This design comes from an exercise in tuning for small area, a short achievable clock period and few clock cycles per item on the open sky130 flow, not from production work.
Function was checked by simulation only, so behaviour that the tests miss may differ from the original.

== build 3 ==
// sha256_core
module sha256_core (
    input  wire         clk,
    input  wire         rst,
    input  wire         in_valid,
    output wire         in_ready,
    input  wire         in_first,
    input  wire [511:0] in_block,
    output reg          out_valid,
    output wire [255:0] out_digest
);
    localparam [255:0] IV = {32'h6a09e667, 32'hbb67ae85, 32'h3c6ef372, 32'ha54ff53a,
                             32'h510e527f, 32'h9b05688c, 32'h1f83d9ab, 32'h5be0cd19};
    reg  [5:0]   cnt;           
    reg          run;           
    reg          sv;            
    reg          nf;            
    reg          cf;            
    reg          rdy;
    reg          rst_r;         
    reg  [31:0]  r0, r1, r2, r3, r4, r5, r6, r7;    
    reg  [31:0]  a, b, c, e, f, g;
    reg  [31:0]  p, q;          
    reg  [31:0]  kw;            
    reg  [511:0] ws;            
    wire [63:0] cdec = 64'd1 << cnt;
    wire [31:0] kn;
    assign kn[ 0] = |(cdec & 64'h98b616ea7e8452af);
    assign kn[ 1] = |(cdec & 64'h3cfc429a2e6d9b05);
    assign kn[ 2] = |(cdec & 64'h11d358356a97bd33);
    assign kn[ 3] = |(cdec & 64'h4ed9849981be0945);
    assign kn[ 4] = |(cdec & 64'hf526650f94702d6c);
    assign kn[ 5] = |(cdec & 64'h3ce62b59a48c3d1a);
    assign kn[ 6] = |(cdec & 64'h3cf921853ff76e2d);
    assign kn[ 7] = |(cdec & 64'hfc661269473bdb7b);
    assign kn[ 8] = |(cdec & 64'h54a15317bf53ef8b);
    assign kn[ 9] = |(cdec & 64'h56f9098c578090f7);
    assign kn[10] = |(cdec & 64'hcc2798a3038d9720);
    assign kn[11] = |(cdec & 64'h6d3e857b663546e3);
    assign kn[12] = |(cdec & 64'h250312040a412eab);
    assign kn[13] = |(cdec & 64'h7dabb4e5b3166a41);
  ...
Size in the first run: about 5600 cells after synthesis, roughly 1100 flip-flops, ~770 I/O pins, ~0.056 mm² of cells after synthesis.
export LEC_CHECK = 0
export CAP_MARGIN = 20
export CORE_MARGIN = 2
export CORE_UTILIZATION = 40
export CTS_CLUSTER_DIAMETER = 100
export CTS_CLUSTER_SIZE = 24
export SLEW_MARGIN = 20
create_clock -name core_clock -period 15.0 [get_ports {clk}]
standard.sh (not shown) runs the stock make flow with config.mk's settings and CLKGATE_MAP_FILE= SYNTH_SCRIPT=/design/flow/synth_recipe.tcl, a recipe that flattens the netlist after the stock synthesis.
==> flow/flow/run.sh <==
#!/bin/bash
# Layout flow: the standard ORFS flow (standard.sh, unchanged, with
# the standard flow's config.mk and SDC), with two settings on make's command line:
#  - the port buffers that the flow puts on every input and output are
#    sky130_fd_sc_hd__buf_1 rather than the delay buffer it picks by default.
# make's full output goes to standard_flow.log here; ORFS keeps each step's
# log under orfs/logs.
set -euo pipefail
bash standard.sh SETUP_SLACK_MARGIN=10.25 "BUFFER_PORTS_ARGS=-buffer_cell sky130_fd_sc_hd__buf_1" > standard_flow.log 2>&1
Having completed the whole flow, build 3 delivered a layout that passed the timing, design-rule and antenna checks.
Testbench counts of build 3, summed over its fixed seeds: cycles 78,296, items 1,221.
The inputs of build 77 differ from those of build 3 as listed below.
Settings: CORE_UTILIZATION changed from 40 to 50.
-- flow/flow/run.sh --
<<< build 3, line 8
set -euo pipefail
bash standard.sh SETUP_SLACK_MARGIN=10.25 "BUFFER_PORTS_ARGS=-buffer_cell sky130_fd_sc_hd__buf_1" > standard_flow.log 2>&1
>>> build 77, line 8
set -euo pipefail
bash standard.sh SETUP_SLACK_MARGIN=10 "BUFFER_PORTS_ARGS=-buffer_cell sky130_fd_sc_hd__buf_1" > standard_flow.log 2>&1
Findings:
Build 77 went all the way through synthesis, placement and routing and the layout is clean on timing, DRC and antenna.
Build 77 against build 3: height of the chip lost about 10%, portion of the post-synthesis area used by sequential elements shows no meaningful change.
Of build 77 and build 3, the run reporting the higher amount of wire on met3 after detailed routing was build 77.
Smallest setup slack after layout: build 77 and build 3 compared, higher one is build 3
In build 77, wire length of the first global-routing pass is higher than in build 3.
Area of all placed cells without fillers went down by a few percent going from build 3 to build 77.
Register fraction of the total cell area ends up higher on build 77.
The higher initial standard-cell utilization of the core of build 77 and build 3 is in build 77.
Build 77 reports its slowest library cell on the worst path as a311oi_1 while build 3 reports fa_1.
Measured against each other, build 77 and build 3 differ in global-route met1 utilization, the lower figure coming from build 3.
Input-level comparison between build 67 and build 77:
Settings: swapping 50 for 40 in CORE_UTILIZATION; clearing CTS_CLUSTER_DIAMETER, which used to be 100; clearing CTS_CLUSTER_SIZE, which used to be 24.
==> comparison <==
- NOTE core area build 77->build 67 increased by more than a quarter
- Diff build 77 -> build 67: filler-free cell count of the finished design has increased, global-route met3 utilization has decreased, worst hold slack has decreased.
- For build 77, the critical path's slowest cell was a311oi_1, unlike build 67, where it was fa_1.
Input-level comparison between build 66 and build 67:
-- flow/flow/run.sh --
<<< build 67, line 8
set -euo pipefail
bash standard.sh SETUP_SLACK_MARGIN=10 "BUFFER_PORTS_ARGS=-buffer_cell sky130_fd_sc_hd__buf_1" > standard_flow.log 2>&1
>>> build 66, line 8
set -euo pipefail
bash standard.sh SETUP_SLACK_MARGIN=10.5 "BUFFER_PORTS_ARGS=-buffer_cell sky130_fd_sc_hd__buf_1" > standard_flow.log 2>&1
==> run summary <==
- Number of gates resized after CTS up 370 in build 66 wrt build 67
- Build 67 has lower routing usage on met1 than build 66.
- Cell count: build 66 higher than build 67
- The setup slack of build 66 is larger than that of build 67.
- Wire length of the first global-routing pass was lower in the run labelled build 67.
- Relative to build 67, cell area increased by about 4.5% in build 66.

sha256_core again, from the RTL that the note above started with.
Design sha256_core, start of the top module:
module sha256_core (
    input  wire         clk,
    input  wire         rst,
    input  wire         in_valid,
    output wire         in_ready,
    input  wire         in_first,
    input  wire [511:0] in_block,
    output reg          out_valid,
    output wire [255:0] out_digest
);
==> flow/config.mk <==
export PLATFORM = sky130hd
export DESIGN_NAME = sha256_core
export DESIGN_NICKNAME = sha256_core
export VERILOG_FILES = /design/flow/design.v
export SDC_FILE = /design/flow/constraint.sdc
export NUM_CORES = 4
export LEC_CHECK = 0
export CAP_MARGIN = 20
export CORE_MARGIN = 2
export CORE_UTILIZATION = 40
export CTS_CLUSTER_DIAMETER = 80
export CTS_CLUSTER_SIZE = 20
export SLEW_MARGIN = 20
==> flow/constraint.sdc <==
create_clock -name core_clock -period 15.0 [get_ports {clk}]
set_input_delay 3.0000 -clock core_clock [delete_from_list [all_inputs] [get_ports {clk}]]
set_output_delay 3.0000 -clock core_clock [all_outputs]
set_load 0.01 [all_outputs]
==> flow/flow/run.sh <==
#!/bin/bash
# Layout flow: the standard ORFS flow (standard.sh, unchanged, with
# the standard flow's config.mk and SDC), with two settings on make's command line:
#  - the port buffers that the flow puts on every input and output are
#    sky130_fd_sc_hd__buf_1 rather than the delay buffer it picks by default.
# make's full output goes to standard_flow.log here; ORFS keeps each step's
# log under orfs/logs.
set -euo pipefail
bash standard.sh SETUP_SLACK_MARGIN=10 "BUFFER_PORTS_ARGS=-buffer_cell sky130_fd_sc_hd__buf_1" > standard_flow.log 2>&1
Testbench counts at the start, summed over its fixed seeds: cycles 78,296, items 1,221.
Then changed:
- CTS_CLUSTER_DIAMETER: 80 -> 100
- CTS_CLUSTER_SIZE: 20 -> 24
- TNS_END_PERCENT: unset -> 5
Outcome: Non-clock buffer count falls by 24; design area came out lower by 1.7%; die area stays the same; setup slack degrades by 0.12 ns; routed wire length shrinks by 0.53%; fmax goes down by 2.4%; first-iteration DRC count went up by 2.9%.

## static timing again, ports no longer ideal
How much do the figures lean on ideal ports? The routed layouts below were timed once more, with nothing changed but the port constraints. Step 1 sets driving cells, clkbuf_16 on the clock port and buf_2 on the other inputs (assumed; they add their load-dependent delay and slew). Step 2 times the ports against the registers' clock, not the clock port: input delays grow and output delays shrink by t, the midpoint of the rising clock arrivals with the driver on. Three values: ideal ports, drivers, drivers and shift; two values: the first two.
| run | shift t [ns] | setup slack, ns | cell pins on the clock port's net |
|---|---|---|---|
| build 3 | 0.762 | 10.116 / 10.116 / 9.874 | 1 |
| build 77 | 0.766 | 9.974 / 9.974 / 9.650 | 1 |
| build 67 | 0.807 | 10.014 / 10.014 / 9.787 | 1 |
| build 66 | 0.805 | 10.194 / 10.194 / 9.756 | 1 |
| the first run of note 2 | 0.758 | 10.072 / 10.072 / 9.773 | 1 |
| the second run of note 2 | 0.754 | 9.950 / 9.950 / 9.764 | 1 |
After both steps setup and hold are still met in every run listed. The setup slack of build 66, which loses most, moves by 0.000 ns with the drivers and by -0.438 ns with both steps.
